What follows belongs to an exercise in optimizing a design on an open flow for small area, a short achievable clock period and few clock cycles per item; a production flow would make more cautious choices. No functional check of the RTL was part of this run.

--- config.mk ---
export PLATFORM = sky130hd
export DESIGN_NAME = qg_screen_lane
export DESIGN_NICKNAME = qg_screen_lane
export VERILOG_FILES = /design/flow/design.v
export SDC_FILE = /design/flow/constraint.sdc
export NUM_CORES = 4
export LEC_CHECK = 0
export CAP_MARGIN = 20
export CORE_MARGIN = 2
export CORE_UTILIZATION = 40
export PLACE_DENSITY = 0.6
export SLEW_MARGIN = 20
--- constraint.sdc ---
create_clock -name core_clock -period 48.0 [get_ports {clk}]
set_input_delay 9.6000 -clock core_clock [delete_from_list [all_inputs] [get_ports {clk}]]
set_output_delay 9.6000 -clock core_clock [all_outputs]
set_load 0.01 [all_outputs]
--- design.v ---
module qg_screen_lane (
    input  wire         clk,
    input  wire         rst,
    input  wire         in_valid,
    output wire         in_ready,
    input  wire [1:0]   in_fmt,         
    input  wire         in_grey3,       
    input  wire         in_two_rowsets,
    input  wire [7:0]   in_p0,          
    input  wire [7:0]   in_ph,          
    input  wire [7:0]   in_pv,          
    input  wire [7:0]   in_phv,         
    input  wire [15:0]  in_gain,        
    input  wire [111:0] in_theta,       
    input  wire [15:0]  in_mask,        
    input  wire [8:0]   in_share,       
    input  wire         in_zone,        
    input  wire [10:0]  in_k,           
    input  wire [10:0]  in_s,           
    input  wire [11:0]  in_dots2_map,   
    output reg          out_valid,
    output reg  [2:0]   out_logical,
    output reg  [2:0]   out_level,
    output reg          out_rowset,
    output reg          out_pick_b,
    output reg          out_clip
);
    assign in_ready = 1'b1;
    function gt16;
        input [15:0] a;
        input [15:0] b;
        integer i, w;
        reg [15:0] g, l;
        begin
            g = a & ~b;
            l = ~a & b;
            for (w = 1; w < 16; w = w * 2)
                for (i = 0; i < 16; i = i + 2 * w) begin
                    g[i] = g[i + w] | (~l[i + w] & g[i]);
                    l[i] = l[i + w] | (~g[i + w] & l[i]);
                end
            gt16 = g[0];
        end
    endfunction
    function [2:0] count7;
        input [6:0] f;
        reg s1, c1, s2, c2, s3, c3;
        begin
            s1 = f[0] ^ f[1] ^ f[2];
            c1 = (f[0] & f[1]) | (f[2] & (f[0] | f[1]));
            s2 = f[3] ^ f[4] ^ f[5];
            c2 = (f[3] & f[4]) | (f[5] & (f[3] | f[4]));
            s3 = s1 ^ s2 ^ f[6];
            c3 = (s1 & s2) | (f[6] & (s1 | s2));
            count7 = {(c1 & c2) | (c3 & (c1 | c2)), c1 ^ c2 ^ c3, s3};
        end
    endfunction
    wire        in_rank_lt_share = in_share[8] | gt16({8'd0, in_share[7:0]}, {8'd0, in_mask[7:0]});
    wire        in_rowset = in_two_rowsets && in_rank_lt_share;
    wire [2:0]  in_dots   = in_fmt[0]  ? in_p0[2:0] :
                            in_grey3   ? in_dots2_map[3*in_p0[1:0] +: 3] :
                                         {1'b0, in_p0[1:0]};
    reg         s1_valid;
    reg [1:0]   s1_fmt;
    reg         s1_grey3;
    reg [7:0]   s1_p0, s1_ph, s1_pv, s1_phv;
    reg [15:0]  s1_gain;
    reg [111:0] s1_theta;
    reg [2:0]   s1_dots;
    reg         s1_rowset;
    reg         s1_zone;
    reg [7:0]   s1_rank;
    reg [10:0]  s1_k, s1_s;
    always @(posedge clk) begin
        if (rst) s1_valid <= 1'b0;
        else     s1_valid <= in_valid;
        s1_fmt    <= in_fmt;
        s1_grey3  <= in_grey3;
        s1_p0     <= in_p0;
        s1_ph     <= in_ph;
        s1_pv     <= in_pv;
        s1_phv    <= in_phv;
        s1_gain   <= in_gain;
        s1_theta  <= in_theta;
        s1_dots   <= in_dots;
        s1_rowset <= in_rowset;
        s1_zone   <= in_zone;
        s1_rank   <= in_mask[15:8];
        s1_k      <= in_k;
        s1_s      <= in_s;
    end
    wire [11:0] up_sum = 12'd9 * s1_p0 + 12'd3 * s1_ph + 12'd3 * s1_pv + {4'd0, s1_phv} + 12'd2;
    wire [9:0]  u      = s1_fmt[0] ? {s1_p0, 2'b00} : up_sum[11:2];
    wire [9:0]  t_hi   = u + {8'd0, u[9:8]};
    wire [15:0] t      = {t_hi, u[7:2]};
    wire [18:0] gx = {2'b00, s1_gain, 1'b0};
    wire [31:0] rows [0:8];
    wire [8:0]  negs;
    genvar j;
    generate
        for (j = 0; j < 9; j = j + 1) begin : booth
            wire b0 = gx[2*j], b1 = gx[2*j+1], b2 = gx[2*j+2];
            wire one = b0 ^ b1;
            wire two = (b2 & ~b1 & ~b0) | (~b2 & b1 & b0);
            wire neg = b2 & ~(b1 & b0);
            wire [16:0] mag = ({17{one}} & {1'b0, t}) | ({17{two}} & {t, 1'b0});
            wire [16:0] q = mag ^ {17{neg}};
            wire [49:0] r = {32'd0, ~neg, q} << (2 * j);
            assign rows[j] = r[31:0];
            assign negs[j] = neg;
        end
    endgenerate
    wire [31:0] neg_bits = {14'd0, 1'b0, negs[8], 1'b0, negs[7], 1'b0, negs[6], 1'b0, negs[5],
                            1'b0, negs[4], 1'b0, negs[3], 1'b0, negs[2], 1'b0, negs[1], 1'b0, negs[0]};
    wire [31:0] prod = rows[0] + rows[1] + rows[2] + rows[3] + rows[4] + rows[5] + rows[6]
                     + rows[7] + rows[8] + neg_bits + 32'h55562000;
    wire        clip   = prod[31] | prod[30];
    wire [15:0] e_full = prod[29:14];
    wire [6:0]  use_k  = {{4{s1_grey3}}, 3'b111};
    wire [6:0]  gt_t, gt_e;
    genvar k;
    generate
        for (k = 0; k < 7; k = k + 1) begin : cmp
            wire [15:0] th = s1_theta[16*k +: 16];
            assign gt_t[k] = use_k[k] & gt16(t, th);
            assign gt_e[k] = use_k[k] & (clip ? ~&th : gt16(e_full, th));
        end
    endgenerate
    wire [18:0] pick_lhs = s1_rank * s1_s + {11'd0, s1_rank} + {8'd0, s1_s};
    wire        pick     = s1_zone && (pick_lhs[18:8] <= s1_k);
    always @(posedge clk) begin
        if (rst) out_valid <= 1'b0;
        else     out_valid <= s1_valid;
        out_rowset <= s1_rowset;
        out_pick_b <= pick;
        if (s1_fmt[1]) begin
            out_logical <= s1_dots;
            out_level   <= s1_dots;
            out_clip    <= 1'b0;
        end else begin
            out_logical <= count7(gt_t);
            out_level   <= count7(gt_e);
            out_clip    <= clip;
        end
    end
endmodule
--- run.sh ---
#!/bin/bash
# synth_recipe.tcl (not shown) runs the flow's synth.tcl, then flattens the netlist and writes it again
# the make line also repeats each setting of config.mk as NAME=value (left out here)
make -C /OpenROAD-flow-scripts/flow DESIGN_CONFIG=/design/flow/config.mk WORK_HOME=/design/flow/orfs CLKGATE_MAP_FILE= SYNTH_SCRIPT=/design/flow/synth_recipe.tcl finish
==> run summary <==
-- layer usage --
metal  vias up  global-route usage, %
met5         -                      0
met4         0                   9.34
met3       158                   3.76
met2       699                   39.6
met1      8892                   32.0
li1       8596                      -
-- cells by family (layout without fill, tap and decap cells) --
family | count (synthesis) | count (layout)
other | 1 | 1
muxes | 13 | 13
buffers and inverters | 439 | 643
AOI/OAI and AO/OA | 566 | 566
adders and majority gates | 485 | 485
and+or+nand+nor | 507 | 507
DFF | 209 | 209
xor gates and xnor gates | 156 | 156
-- final cells by class --
type | instances | area [µm²]
well taps | 688 | 861
clock inverters | 18 | 264
fillers | 4971 | 27200
repair buffers | 280 | 2690
inverters | 319 | 1200
multi-input cells | 1728 | 15600
clock buffers | 26 | 629
flip-flops and latches | 209 | 4180
-- placed cells by master (no fill, tap or decap), types with 7 or more instances in the layout --
cell type / n
a31oi_1: 35
nor2_1: 117
nand3_1: 20
nand4_1: 40
o31ai_1: 17
o21a_1: 15
o21ai_1: 12
nand2b_1: 21
o21ai_0: 76
a221oi_1: 14
inv_1: 313
a22o_1: 7
mux2i_1: 7
fa_1: 215
nor3_1: 25
dfxtp_1: 209
xor2_1: 23
buf_4: 44
clkdlybuf4s50_1: 236
or3_1: 13
maj3_1: 64
ha_1: 201
a22oi_1: 111
nand2_1: 156
and2_1: 53
o2111ai_1: 12
clkbuf_16: 25
xnor2_1: 130
a211oi_1: 17
or2_2: 7
a21o_1: 24
o221ai_1: 8
a211o_1: 7
nor2b_1: 19
a2111oi_0: 10
and3_1: 8
a21oi_1: 91
o211ai_1: 24
o22ai_1: 16
-- worst register-to-register path, delay by kind of cell, from the launching register on --
kind,cells,cell delay (ns)
adder cells (fa/ha/maj),17,7.17
AO/OA/AOI/OAI,16,4.02
AND/OR/NAND/NOR,5,1.51
buffers and inverters,8,0.96
XOR/XNOR,2,0.85
flip-flops,1,0.31
multiplexers,1,0.26
-- sequential cells by signal (all words and copies together), names as in the netlist, 2 cells and up --
name and cells:
s1_k 11, s1_rank 8, out_level 3, s1_p0 8, s1_fmt 2, s1_pv 8
s1_theta 112, s1_s 11, s1_dots 3, s1_ph 8, s1_gain 16, s1_phv 8
out_logical 3
-- final timing paths --
check,slack (ns),startpoint,end,cells after the start
worst min-delay path,0.33,s1_rowset,out_rowset,0
worst min register to register,0.33,s1_rowset,out_rowset,0
worst max-delay path,32.83,s1_ph[2],out_level[1],49
worst max register to register,32.83,s1_ph[2],out_level[1],49
==> impl_metrics.py <==
metrics = {
    "sta": {
        "worstMarginPinSlew_ns": 1.12,
        "setup_violations": 0,
        "min_period_ns": 15.17,
        "final_hold_viol_count": 0,
        "holdWs_ns": 0.327,
        "rsz0062_at_grt": "false",
        "period_share_pct": 31.6,
        "fin_skew_ns": 0.0221,
        "maxSlewHeadroom_pct": 25.0,
        "tns_ns": 0,
        "fmax_ghz": 0.0659,
        "slew_viol_final": 0,
        "fin_ws_ns": 32.83,
    },
    "synth": {
        "synth-compound-area-share_pct": 18.7,
        "synth_top_area_cell": "fa_1",
        "synthAdderAreaFrac_pct": 35.2,
        "synth_most_common_cell": "inv_1",
        "ys.flop_type": "dfxtp_1",
        "yosysWarnings": 1,
        "yosysUniqueCellTypes": 91,
        "yosys.area.top_type_share_pct": 20.1,
        "synth.area.mux_share_pct": 0.708,
        "postSynthCellCount": 2376,
        "syn_area_um2": 21400,
        "syn_nets": 3019,
        "ys_seq_elements": 209,
        "synth_common_cells": "inv_1, fa_1, dfxtp_1",
        "synth-edff-count": 0,
        "yosys.area_share.simple_pct": 11.6,
        "ys_async_sr_fraction_pct": 0,
        "synth.area.top_cells": "fa_1, dfxtp_1, ha_1",
        "seq_area_frac_synth_pct": 19.6,
        "avgSynthCellArea_um2": 9.00,
        "synthXorXnorAreaFrac_pct": 6.46,
        "synth_top_family_by_area": "adder cells",
    },
    "critical_path": {
        "path_max_fanout": 17,
        "critPathCaptureType": "flip-flop",
        "crit_type": "flip-flop to flip-flop",
        "required_ns": 48.45,
        "arrival_ns": 15.61,
        "critPathLaunchType": "flip-flop",
        "slowest_delay_ns": 0.59,
        "crit_family": "adder cells",
        "cp_slowest_cell": "xnor2_2",
        "cp.buffers_inverters": 8,
        "crit_top_cell": "fa_1",
    },
    "route": {
        "route.met3.wl_um": 4420,
        "wirelength_um": 67200,
        "met1Wirelength_um": 29400,
        "drc": 0,
        "maxUsedRoutingLayer": "met4",
        "routedWlPerCell_um": 20.6,
        "drt_iter0_drc": 1310,
        "ant_nets": 0,
        "firstDrtPassIters": 5,
        "wl_met2_um": 30600,
        "vias": 18345,
        "vias_per_cell": 5.61,
    },
    "floorplan": {
        "die_h_um": 235,
        "start_util_pct": 40.6,
        "dieArea_um2": 55300,
        "std_cell_rows": 84,
        "core_area_um2": 52700,
        "die_x_um": 235,
        "io-pin-count": 238,
    },
    "min_path": {
        "min_path_type": "flip-flop to flip-flop",
    },
    "outcome": {
        "status": "complete, no violations",
    },
    "clock_network": {
        "cts_buffers": 24,
        "cts-root-buf": "clkbuf_16",
        "postCtsSetupRepairBufs": 0,
        "htree_num_levels": 1,
        "cts_tree": "built",
        "cts_resized": 0,
        "insertion_delay_ns": 0.56,
        "postCtsHoldBufs": 0,
        "cts.clk_slew.worst_paths_ns": 0.06,
        "clock-sinks": 209,
        "max-clock-path-buffers": 3,
    },
    "final_layout": {
        "syn_to_final_growth_pct": 18.9,
        "final_core_util_pct": 48.2,
        "nNetsFinal": 3205,
        "fin_cells": 3268,
        "drive_gt1_share_pct": 5.12,
        "n_antenna_cell": 0,
        "final_area_um2": 25400,
    },
    "run": {
        "drv_cap": 0,
    },
    "global_routing": {
        "grt_overflow": 0,
        "grt_usage_pct": 24.2,
        "grt_start_max_net_pins": 39,
        "antenna_found_initial": 0,
        "grt_pass1_vias": 18952,
        "grt_pass1_wl_um": 106000,
    },
    "placed_design": {
        "post-place-ws_ns": 32.98,
        "placed_cell_area_um2": 24500,
        "place_congestion": 0.910,
        "io_buffer_count": 236,
        "hpwl_um": 53000,
        "placed_cells": 3224,
    },
}

==> re-timing with driven ports <==
Ports are ideal in the flow. The routed layout listed here was re-timed in OpenROAD.
Step 1 assumes that a clkbuf_16 drives the clock port and a buf_2 every other input.
Step 2 moves the port delays by t, midway between the first and last clock arrival at a register: inputs arrive t later, outputs are due t later. That takes back most of the time a late clock gives input paths.
Three values: no drivers, after step 1, after step 2; two values: the first two.
shift t [ns]: 0.611
setup slack, ns: 32.834 / 32.834 / 32.834
clock arrival spread, ns: 0.024 / 0.024
worst slew at a driven data input, ns: 0.07
After both steps this run still meets setup and hold. The setup slack of this run moves by 0.000 ns with the drivers and by 0.000 ns with both steps.
